What follows belongs to an exercise in optimizing a design on an open flow for small area, a short achievable clock period and few clock cycles per item; a production flow would make more cautious choices.
Only simulation tests tie the RTL to the original design; equivalence was not proved.
No activity file was given, so power comes from the tool's default toggle rates.

// kvx_bal
module kvx_bal (
    input  wire         clk,
    input  wire         rst,
    input  wire         cfg_we,
    input  wire [1:0]   cfg_addr,
    input  wire [15:0]  cfg_data,
    input  wire         in_valid,
    output wire         in_ready,
    input  wire [31:0]  in_incl,
    input  wire [511:0] in_cur,
    output reg          out_valid,
    output reg          out_changed,
    output reg          out_bal_err,
    output wire [511:0] out_trims
);
clock: 14.0 ns
lec_check: 0
abc_clock_period_in_ps: 4300
cap_margin: 20
core_margin: 2
core_utilization: 55
slew_margin: 20
standard.sh (not shown) runs the stock make flow with config.mk's settings and CLKGATE_MAP_FILE= SYNTH_SCRIPT=/design/flow/synth_recipe.tcl, a recipe that flattens the netlist after the stock synthesis.
==> flow/flow/run.sh <==
#!/bin/bash
# Layout: the standard flow (standard.sh, all steps), except that
#  - every input and output port is buffered with sky130_fd_sc_hd__buf_1
#    instead of the cell buffer_ports picks by itself;
set -euo pipefail
export BUFFER_PORTS_ARGS="-buffer_cell sky130_fd_sc_hd__buf_1"
export SETUP_SLACK_MARGIN=9.8
bash standard.sh > standard.log 2>&1
Testbench counts at the start, summed over its fixed seeds: cycles 82,016, items 1,280.
Rerun with:
--- a/flow/flow/run.sh
+++ b/flow/flow/run.sh
@@ -6,3 +6,3 @@
 export BUFFER_PORTS_ARGS="-buffer_cell sky130_fd_sc_hd__buf_1"
-export SETUP_SLACK_MARGIN=9.8
+export SETUP_SLACK_MARGIN=9.4
 bash standard.sh > standard.log 2>&1
Settings changed: ABC_CLOCK_PERIOD_IN_PS 4300 to 6000.
=>
- The changed run passed the timing, design-rule and antenna checks
- routed wire length went down by 1.5%
- synthesized area does not change
- synthesized cell count does not change
- design area decreases by 2.6%
- first-iteration DRC count came out lower by 9.2%
- register-to-register slack gains 0.22 ns
- core utilization drops by 1.7 points
Rerun with:
--- a/flow/flow/run.sh
+++ b/flow/flow/run.sh
@@ -6,3 +6,3 @@
 export BUFFER_PORTS_ARGS="-buffer_cell sky130_fd_sc_hd__buf_1"
-export SETUP_SLACK_MARGIN=9.4
+export SETUP_SLACK_MARGIN=10.1
 bash standard.sh > standard.log 2>&1
Settings changed: ABC_CLOCK_PERIOD_IN_PS 6000 to 4300.
Outcome: Now the flow never finished: it broke off in 5_1_grt (GRT-0232); synthesized area is unchanged; synthesized cell count is unchanged.

========
Another version of the RTL of kvx_bal (not shown whole).
For scale: about 900 flip-flops, roughly 1100 I/O pins.
export LEC_CHECK = 0
export ABC_CLOCK_PERIOD_IN_PS = 4300
export CAP_MARGIN = 20
export CORE_MARGIN = 2
export CORE_UTILIZATION = 55
export SLEW_MARGIN = 20
create_clock -name core_clock -period 14.0 [get_ports {clk}]
==> flow/flow/run.sh <==
#!/bin/bash
# Layout: the standard flow (standard.sh, all steps), except that
#  - every input and output port is buffered with sky130_fd_sc_hd__buf_1
#    instead of the cell buffer_ports picks by itself;
set -euo pipefail
export BUFFER_PORTS_ARGS="-buffer_cell sky130_fd_sc_hd__buf_1"
export SETUP_SLACK_MARGIN=9.8
bash standard.sh > standard.log 2>&1
Testbench counts at the start, summed over its fixed seeds: cycles 82,016, items 1,280.
Change:
Settings changed: CORE_UTILIZATION 55 to 65.
Effect:
- Now the flow never finished: it broke off in I/O pin placement with PPL-0024
- area after synthesis is unchanged
- synthesized cell count does not change

========
Another version of the RTL of kvx_bal (not shown whole).
For scale: about 910 flip-flops, roughly 1,100 I/O pins, roughly 52,000 µm² of cells after synthesis.
clock: 14.0 ns
lec_check: 0
abc_clock_period_in_ps: 4300
cap_margin: 20
core_margin: 2
core_utilization: 55
cts_buf_list: sky130_fd_sc_hd__clkbuf_8
slew_margin: 20
==> flow/flow/run.sh <==
#!/bin/bash
# Layout: the standard flow (standard.sh, all steps), except that
#  - every input and output port is buffered with sky130_fd_sc_hd__buf_1
#    instead of the cell buffer_ports picks by itself;
set -euo pipefail
export BUFFER_PORTS_ARGS="-buffer_cell sky130_fd_sc_hd__buf_1"
export SETUP_SLACK_MARGIN=9.65
bash standard.sh > standard.log 2>&1
The starting point passed the timing, design-rule and antenna checks.
Testbench counts at the start, summed over its fixed seeds: cycles 82,016, items 1,280.
==> next run, changes <==
--- a/flow/config.mk
+++ b/flow/config.mk
@@ -12 +12,2 @@
-export CTS_BUF_LIST = sky130_fd_sc_hd__clkbuf_8
+export CTS_CLUSTER_DIAMETER = 100
+export CTS_CLUSTER_SIZE = 30
Routed wire length came out lower by 2.3%. Clock-buffer cell count goes down by 135. Hold slack improved by 0.020 ns. Worst setup slack gets better by 0.034 ns. Sequential cell count is unchanged. Final area drops by 3.9%.
==> next run, changes <==
--- a/flow/config.mk
+++ b/flow/config.mk
@@ -12 +12 @@
-export CTS_CLUSTER_DIAMETER = 100
+export CTS_CLUSTER_DIAMETER = 70
After rerunning:
- sequential power stays flat
- synthesized cell count does not change
- cell count rose slightly
- hold slack stays flat
- power rose by a few percent
- routed wire length rose slightly
- core utilization rose by 0.71 points
- area after synthesis stays the same
- combinational power is about the same
- sequential share of layout area fell by 0.31 points
==> next run, changes <==
--- a/flow/config.mk
+++ b/flow/config.mk
@@ -12,2 +12,2 @@
-export CTS_CLUSTER_DIAMETER = 70
-export CTS_CLUSTER_SIZE = 30
+export CTS_CLUSTER_DIAMETER = 100
+export CTS_CLUSTER_SIZE = 24
=> Count of clock-buffer cells in the layout is lower by 3. Combinational power is about the same. Cell area falls by 1.0%. Register-to-register slack is about the same. Non-clock buffer count fell by 4. Cell count fell by 0.42%. Synthesized area stays the same. Worst hold slack loses 0.020 ns. Total power came out lower by 2.3%. Maximum frequency hardly moves.

========
Starting RTL as in the previous note.
==> flow/design.v (excerpt) <==
module kvx_bal (
    input  wire         clk,
    input  wire         rst,
    input  wire         cfg_we,
    input  wire [1:0]   cfg_addr,
    input  wire [15:0]  cfg_data,
    input  wire         in_valid,
    output wire         in_ready,
    input  wire [31:0]  in_incl,
    input  wire [511:0] in_cur,
    output reg          out_valid,
    output reg          out_changed,
    output reg          out_bal_err,
    output wire [511:0] out_trims
);
export LEC_CHECK = 0
export ABC_CLOCK_PERIOD_IN_PS = 4300
export CAP_MARGIN = 20
export CORE_MARGIN = 2
export CORE_UTILIZATION = 55
export SLEW_MARGIN = 20
create_clock -name core_clock -period 14.0 [get_ports {clk}]
==> flow/flow/run.sh <==
#!/bin/bash
# Layout: the standard flow (standard.sh, all steps), except that
#  - every input and output port is buffered with sky130_fd_sc_hd__buf_1
#    instead of the cell buffer_ports picks by itself;
set -euo pipefail
export BUFFER_PORTS_ARGS="-buffer_cell sky130_fd_sc_hd__buf_1"
export SETUP_SLACK_MARGIN=9.85
bash standard.sh > standard.log 2>&1
Testbench counts at the start, summed over its fixed seeds: cycles 82,016, items 1,280.
Rerun with:
--- a/flow/flow/run.sh
+++ b/flow/flow/run.sh
@@ -7 +7 @@
-export SETUP_SLACK_MARGIN=9.85
+export SETUP_SLACK_MARGIN=9.4
Effect: Sequential power went down by about 1%; critical path depth went down by 18; fmax went down by about 1.5%.
Rerun with:
--- a/flow/flow/run.sh
+++ b/flow/flow/run.sh
@@ -7 +7 @@
-export SETUP_SLACK_MARGIN=9.4
+export SETUP_SLACK_MARGIN=9.65
Worst hold slack gains 0.032 ns.
Worst setup slack gains 0.13 ns.
First-iteration DRC count increases by about 2.7%.
Combinational power increases by about 4%.

## static timing again, ports no longer ideal
The flow's constraints put no driver on any port. The routed layouts listed below were extracted and timed again, unchanged, in two steps.
Step 1 assumes that a clkbuf_16 drives the clock port and a buf_2 every other input.
Step 2 moves the port delays by t, midway between the first and last clock arrival at a register: inputs arrive t later, outputs are due t later. That takes back most of the time a late clock gives input paths.
Slacks: ideal / step 1 / step 2; pairs: ideal / step 1.
run | t (ns) | setup slack, ns | worst setup path after step 2 | worst data-port slew with drivers (ns) | cell pins on the clock port's net
the first run of note 1 | 0.770 | 9.127 / 9.127 / 9.127 | register to register | 0.29 | 1
the second run of note 1 | 0.762 | 9.345 / 9.268 / 8.889 | input to register | 0.30 | 1
the first run of note 2 | 0.756 | 9.283 / 9.283 / 9.219 | input to register | 0.30 | 1
the first run of note 3 | 0.931 | 9.538 / 9.538 / 9.045 | input to register | 0.37 | 1
the second run of note 3 | 0.720 | 9.572 / 9.547 / 9.133 | input to register | 0.36 | 1
the third run of note 3 | 0.750 | 9.567 / 9.561 / 9.109 | input to register | 0.36 | 1
the fourth run of note 3 | 0.731 | 9.580 / 9.564 / 9.069 | input to register | 0.35 | 1
the first run of note 4 | 0.768 | 9.490 / 9.490 / 9.265 | input to register | 0.35 | 1
the second run of note 4 | 0.767 | 9.422 / 9.347 / 9.000 | input to register | 0.32 | 1
the third run of note 4 | 0.768 | 9.556 / 9.556 / 9.064 | input to register | 0.36 | 1
After both steps every run listed still meets setup and hold. The setup slack of the fourth run of note 3, which loses most, moves by -0.016 ns with the drivers and by -0.511 ns with both steps.
